Context: an optimization exercise on an open-source flow, tuned for small area, a short achievable clock period and few clock cycles. The choices shown serve that exercise and are no tape-out recipe. The RTL was checked by simulation tests, not by an equivalence proof against the original design. Power figures rest on the tool's default switching activity, not on a simulated workload.

== red ==
==> flow/design.v (excerpt) <==
module dsp_exec (
    input  wire        clk,
    input  wire        rst,         
    input  wire        in_valid,
    output wire        in_ready,
    input  wire [35:0] in_insn,
    output reg         out_valid,
    input  wire        out_ready,
    output reg  [31:0] out_d,
    output reg  [39:0] out_acc,
    output reg  [15:0] out_st
);
For scale: roughly 7300 cells after synthesis, about 840 flip-flops, about 130 I/O pins.
clock: 17.0 ns
lec_check: 0
abc_area: 1
cap_margin: 20
core_margin: 2
core_utilization: 55
place_density: 0.68
setup_slack_margin: 0.5
slew_margin: 20
standard.sh (not shown) runs the stock make flow with config.mk's settings and CLKGATE_MAP_FILE= SYNTH_SCRIPT=/design/flow/synth_recipe.tcl, a recipe that flattens the netlist after the stock synthesis.
==> flow/flow/run.sh <==
#!/bin/bash
# Standard ORFS layout (the standard.sh) with two changes to how it is made:
#  - setup repair aims for slack well beyond the 17 ns clock (SETUP_SLACK_MARGIN
#    raised), so repair_timing works the paths down to about 5.4 ns;
#  - the port buffers are buf_2 cells (resizable buf family) instead of the
#    default delay-buffer cell, which MATCH_CELL_FOOTPRINT keeps from resizing.
# Clock, constraints and every other step are unchanged.  Make's output goes to
# flow_make.log; ORFS writes each step's log under orfs/logs.
set -euo pipefail
MARGIN=${MARGIN:-11.6}
bash standard.sh SETUP_SLACK_MARGIN=$MARGIN "BUFFER_PORTS_ARGS=-buffer_cell sky130_fd_sc_hd__buf_2" finish > flow_make.log 2>&1
red went all the way through the flow, and no timing, DRC or antenna check failed.
Testbench counts of red, summed over its fixed seeds: cycles 32,773.
[inputs] blue vs red
Settings: setting CTS_CLUSTER_SIZE to 24 for the first time; removing ABC_AREA (formerly 1); setting CTS_CLUSTER_DIAMETER to 60 for the first time.
### Flow results
When blue is set beside red, its power density relative to cell area turns out to be 17 nW/um2 smaller. Run comparison: red largest family of logic cells by synthesized area simple AND/OR/NAND/NOR gates; blue largest family of logic cells by synthesized area compound AO/OA/AOI/OAI gates. Number of violations reported at the end of detailed-routing iteration 0: blue vs red up about 3%. blue ended up with dreg[15][12] as its capture point of the critical path; red ended up with dreg[10][6]. Compared with red, blue shows a switching power total that is 12% lower. HPWL after detailed placement for blue is lower than for red. From red to blue the numbers moved as follows: combinational power share went down by 0.7 points, total power has decreased.
The inputs of green differ from those of blue as listed below.
Settings: removing CTS_CLUSTER_DIAMETER (formerly 60); setting ABC_AREA to 1 for the first time; removing CTS_CLUSTER_SIZE (formerly 24).
--- a/flow/flow/run.sh
+++ b/flow/flow/run.sh
@@ -4 +4 @@
-#    raised), so repair_timing works the paths down to about 5.4 ns;
+#    raised), so repair_timing works the paths down to about 5.2 ns;
@@ -10 +10 @@
-MARGIN=${MARGIN:-11.6}
+MARGIN=${MARGIN:-11.8}
==> run summary <==
The final cell count in green was higher than what blue gave.
blue -> green: total detailed-routing wirelength increased slightly
Non-clock buffer count in the final layout: green vs blue down about 14%
Compared with blue, green shows sequential power that has gone up by a few percent.
green ends up with higher number of instances in the placed design than blue does.
Relative to blue, the clock network power measured on green has increased by more than 10%.
Setup WNS blue -> green: better
Changes observed in green relative to blue: overall power of the completed layout went up 8.6%; final worst hold slack shows a reduction of 0.0065 ns.
Inputs modified between green and orange:
Settings: CORE_UTILIZATION: 55 -> 60; PLACE_DENSITY: 0.68 -> 0.72; CTS_BUF_LIST: unset -> sky130_fd_sc_hd__clkbuf_8; ABC_AREA: 1 -> unset.
--- a/flow/flow/run.sh
+++ b/flow/flow/run.sh
@@ -4 +4 @@
-#    raised), so repair_timing works the paths down to about 5.2 ns;
+#    raised), so repair_timing works the paths down to about 5.4 ns;
@@ -10 +10 @@
-MARGIN=${MARGIN:-11.8}
+MARGIN=${MARGIN:-11.6}
==> comparison <==
Against green, orange reports a sequential power that is lower.
Looking at share of final layout cell area taken by non-clock buffers across green and orange, the one that comes out higher is orange.
green -> orange: synthesized net count decreased by more than 10%
Cmp green and orange / net load switching power / higher: green
Overall fraction of global-route tracks in use, green and orange: smaller value in green
For green, the end point of the critical path was e2_s[22], unlike orange, where it was dreg[5][5].
Synthesized-area fraction occupied by and/or/nand/nor cells for orange: 16 points down relative to green
Of green and orange, green shows the lower power share of the combinational group, with orange above it.
Diff green -> orange | count of filler cells inserted in the layout | decrease of about 23%
Delta (orange minus green): first-iteration DRC count went up; total clock buffers created by CTS went up.

---

== v8 ==
Starting RTL as in the previous note.
==> flow/design.v (excerpt) <==
module dsp_exec (
    input  wire        clk,
    input  wire        rst,         
    input  wire        in_valid,
    output wire        in_ready,
    input  wire [35:0] in_insn,
    output reg         out_valid,
    input  wire        out_ready,
    output reg  [31:0] out_d,
    output reg  [39:0] out_acc,
    output reg  [15:0] out_st
);
export LEC_CHECK = 0
export ABC_AREA = 1
export CAP_MARGIN = 20
export CORE_MARGIN = 2
export CORE_UTILIZATION = 52
export PLACE_DENSITY = 0.65
export SETUP_SLACK_MARGIN = 0.5
export SLEW_MARGIN = 20
create_clock -name core_clock -period 17.0 [get_ports {clk}]
==> flow/flow/run.sh <==
#!/bin/bash
# Standard ORFS layout (the standard.sh) with two changes to how it is made:
#  - setup repair aims for slack well beyond the 17 ns clock (SETUP_SLACK_MARGIN
#    raised), so repair_timing works the paths down to about 5.3 ns;
#  - the port buffers are buf_2 cells (resizable buf family) instead of the
#    default delay-buffer cell, which MATCH_CELL_FOOTPRINT keeps from resizing.
# Clock, constraints and every other step are unchanged.  Make's output goes to
# flow_make.log; ORFS writes each step's log under orfs/logs.
set -euo pipefail
MARGIN=${MARGIN:-11.7}
bash standard.sh SETUP_SLACK_MARGIN=$MARGIN "BUFFER_PORTS_ARGS=-buffer_cell sky130_fd_sc_hd__buf_2" finish > flow_make.log 2>&1
v8 finished every step from synthesis to the final layout, and the layout passed the timing, DRC and antenna checks.
Testbench counts of v8, summed over its fixed seeds: cycles 32,773.
[inputs] v27 vs v8
- ABC_AREA no longer set, was 1
- CORE_UTILIZATION now 55, was 52
- PLACE_DENSITY now 0.68, was 0.65
==> flow/flow/run.sh <==
#!/bin/bash
# Standard ORFS layout (the standard.sh) with two changes to how it is made:
#  - setup repair aims for slack well beyond the 17 ns clock (SETUP_SLACK_MARGIN
#    raised), so repair_timing works the paths down to about 5.4 ns;
#  - the port buffers are buf_2 cells (resizable buf family) instead of the
#    default delay-buffer cell, which MATCH_CELL_FOOTPRINT keeps from resizing.
# Clock, constraints and every other step are unchanged.  Make's output goes to
# flow_make.log; ORFS writes each step's log under orfs/logs.
set -euo pipefail
MARGIN=${MARGIN:-11.6}
bash standard.sh SETUP_SLACK_MARGIN=$MARGIN "BUFFER_PORTS_ARGS=-buffer_cell sky130_fd_sc_hd__buf_2" finish > flow_make.log 2>&1
Findings:
v27 | status: complete | timing, DRC, antenna: pass. Going from v8 to v27, highest fanout seen on the critical path down 31; utilization up 4.9 points. The global router's overall resource usage of v27 is higher than that of v8. The run with more routed wire is v8, not v27. v27 vs. v8: instance count of the mapped netlist went down by 1703. v27 against v8: power decreased by 7.0% relative to the old numbers; share of the clock period used by the worst path after layout increased by 0.78 points relative to the old numbers; non-clock buffer count increased by 64 relative to the old numbers; portion of the post-synthesis area used by sequential elements increased by 0.50 points relative to the old numbers.
Setup changes, v27 to v20
==> flow/flow/run.sh <==
#!/bin/bash
# Standard ORFS layout (the standard.sh) with two changes to how it is made:
#  - setup repair aims for slack well beyond the 17 ns clock (SETUP_SLACK_MARGIN
#    raised), so repair_timing works the paths down to about 5.6 ns;
#  - the port buffers are buf_2 cells (resizable buf family) instead of the
#    default delay-buffer cell, which MATCH_CELL_FOOTPRINT keeps from resizing.
# Clock, constraints and every other step are unchanged.  Make's output goes to
# flow_make.log; ORFS writes each step's log under orfs/logs.
set -euo pipefail
MARGIN=${MARGIN:-11.4}
bash standard.sh SETUP_SLACK_MARGIN=$MARGIN "BUFFER_PORTS_ARGS=-buffer_cell sky130_fd_sc_hd__buf_2" finish > flow_make.log 2>&1
### Flow results
Relative contribution of the clock network to total power for v20: 0.4 points up relative to v27. Compared with v27, v20 shows power higher by 0.64%. v27 ended up with dreg[5][8] as its worst setup path endpoint; v20 ended up with e2_s[16]. On final-layout worst hold slack, v27 and v20 are basically level.
diff inputs: v20 => v23
- PLACE_DENSITY: 0.68 -> 0.72
- CORE_UTILIZATION: 55 -> 60
==> flow/flow/run.sh <==
#!/bin/bash
# Standard ORFS layout (the standard.sh) with two changes to how it is made:
#  - setup repair aims for slack well beyond the 17 ns clock (SETUP_SLACK_MARGIN
#    raised), so repair_timing works the paths down to about 5.4 ns;
#  - the port buffers are buf_2 cells (resizable buf family) instead of the
#    default delay-buffer cell, which MATCH_CELL_FOOTPRINT keeps from resizing.
# Clock, constraints and every other step are unchanged.  Make's output goes to
# flow_make.log; ORFS writes each step's log under orfs/logs.
set -euo pipefail
MARGIN=${MARGIN:-11.6}
bash standard.sh SETUP_SLACK_MARGIN=$MARGIN "BUFFER_PORTS_ARGS=-buffer_cell sky130_fd_sc_hd__buf_2" finish > flow_make.log 2>&1
### Flow results
Compared with v20, in v23 share of post-route cells with drive strength above 1 increased 2.8 points; cell area after layout now larger; critical path depth went up; wire length climbed 2400 µm.
When the final numbers for v23 and v20 were put side by side, the starting utilization of the core area turned out to be greater in v23.
v23: power spent charging and discharging nets is 0.57% lower than what v20 reported.
Row cell leakage power: v23 higher / v20 lower
Largest clock skew in the final design, v23 and v20, lower one = v20.
Post-place setup slack (v23 over v20): decrease, 0.15 ns
Comparing v23 and v20, the higher multi-input combinational cell area is on v23.

[port drivers added, routing unchanged]
The flow's constraints put no driver on any port. The routed layouts listed below were extracted and timed again, unchanged, in two steps.
Step 1, drivers: a clkbuf_16 drives clk and a buf_2 each remaining input, both assumed.
Step 2 also shifts input and output timing later by t, the mid clock arrival at the registers, as if the neighbouring blocks saw the same clock.
Three values: ideal ports, drivers, drivers and shift; two values: the first two.
| run | t, ns | setup slack, ns | worst register clock-pin slew, ns | pins driven straight from the clock port |
|---|---|---|---|---|
| red | 0.790 | 11.566 / 11.566 / 10.943 | 0.07 / 0.07 | 1 |
| blue | 0.766 | 11.407 / 11.407 / 10.977 | 0.09 / 0.09 | 1 |
| green | 0.782 | 11.748 / 11.748 / 11.201 | 0.08 / 0.08 | 1 |
| orange | 0.938 | 11.339 / 11.339 / 10.799 | 0.09 / 0.09 | 1 |
| v8 | 0.780 | 11.637 / 11.637 / 11.090 | 0.07 / 0.07 | 1 |
| v27 | 0.756 | 11.504 / 11.504 / 10.966 | 0.07 / 0.07 | 1 |
| v20 | 0.772 | 11.166 / 11.166 / 10.785 | 0.08 / 0.08 | 1 |
| v23 | 0.753 | 11.499 / 11.499 / 10.958 | 0.08 / 0.08 | 1 |
After both steps setup and hold are still met in every run listed. For red, which loses most, drivers alone change the setup slack by 0.000 ns; drivers and shift together by -0.623 ns.
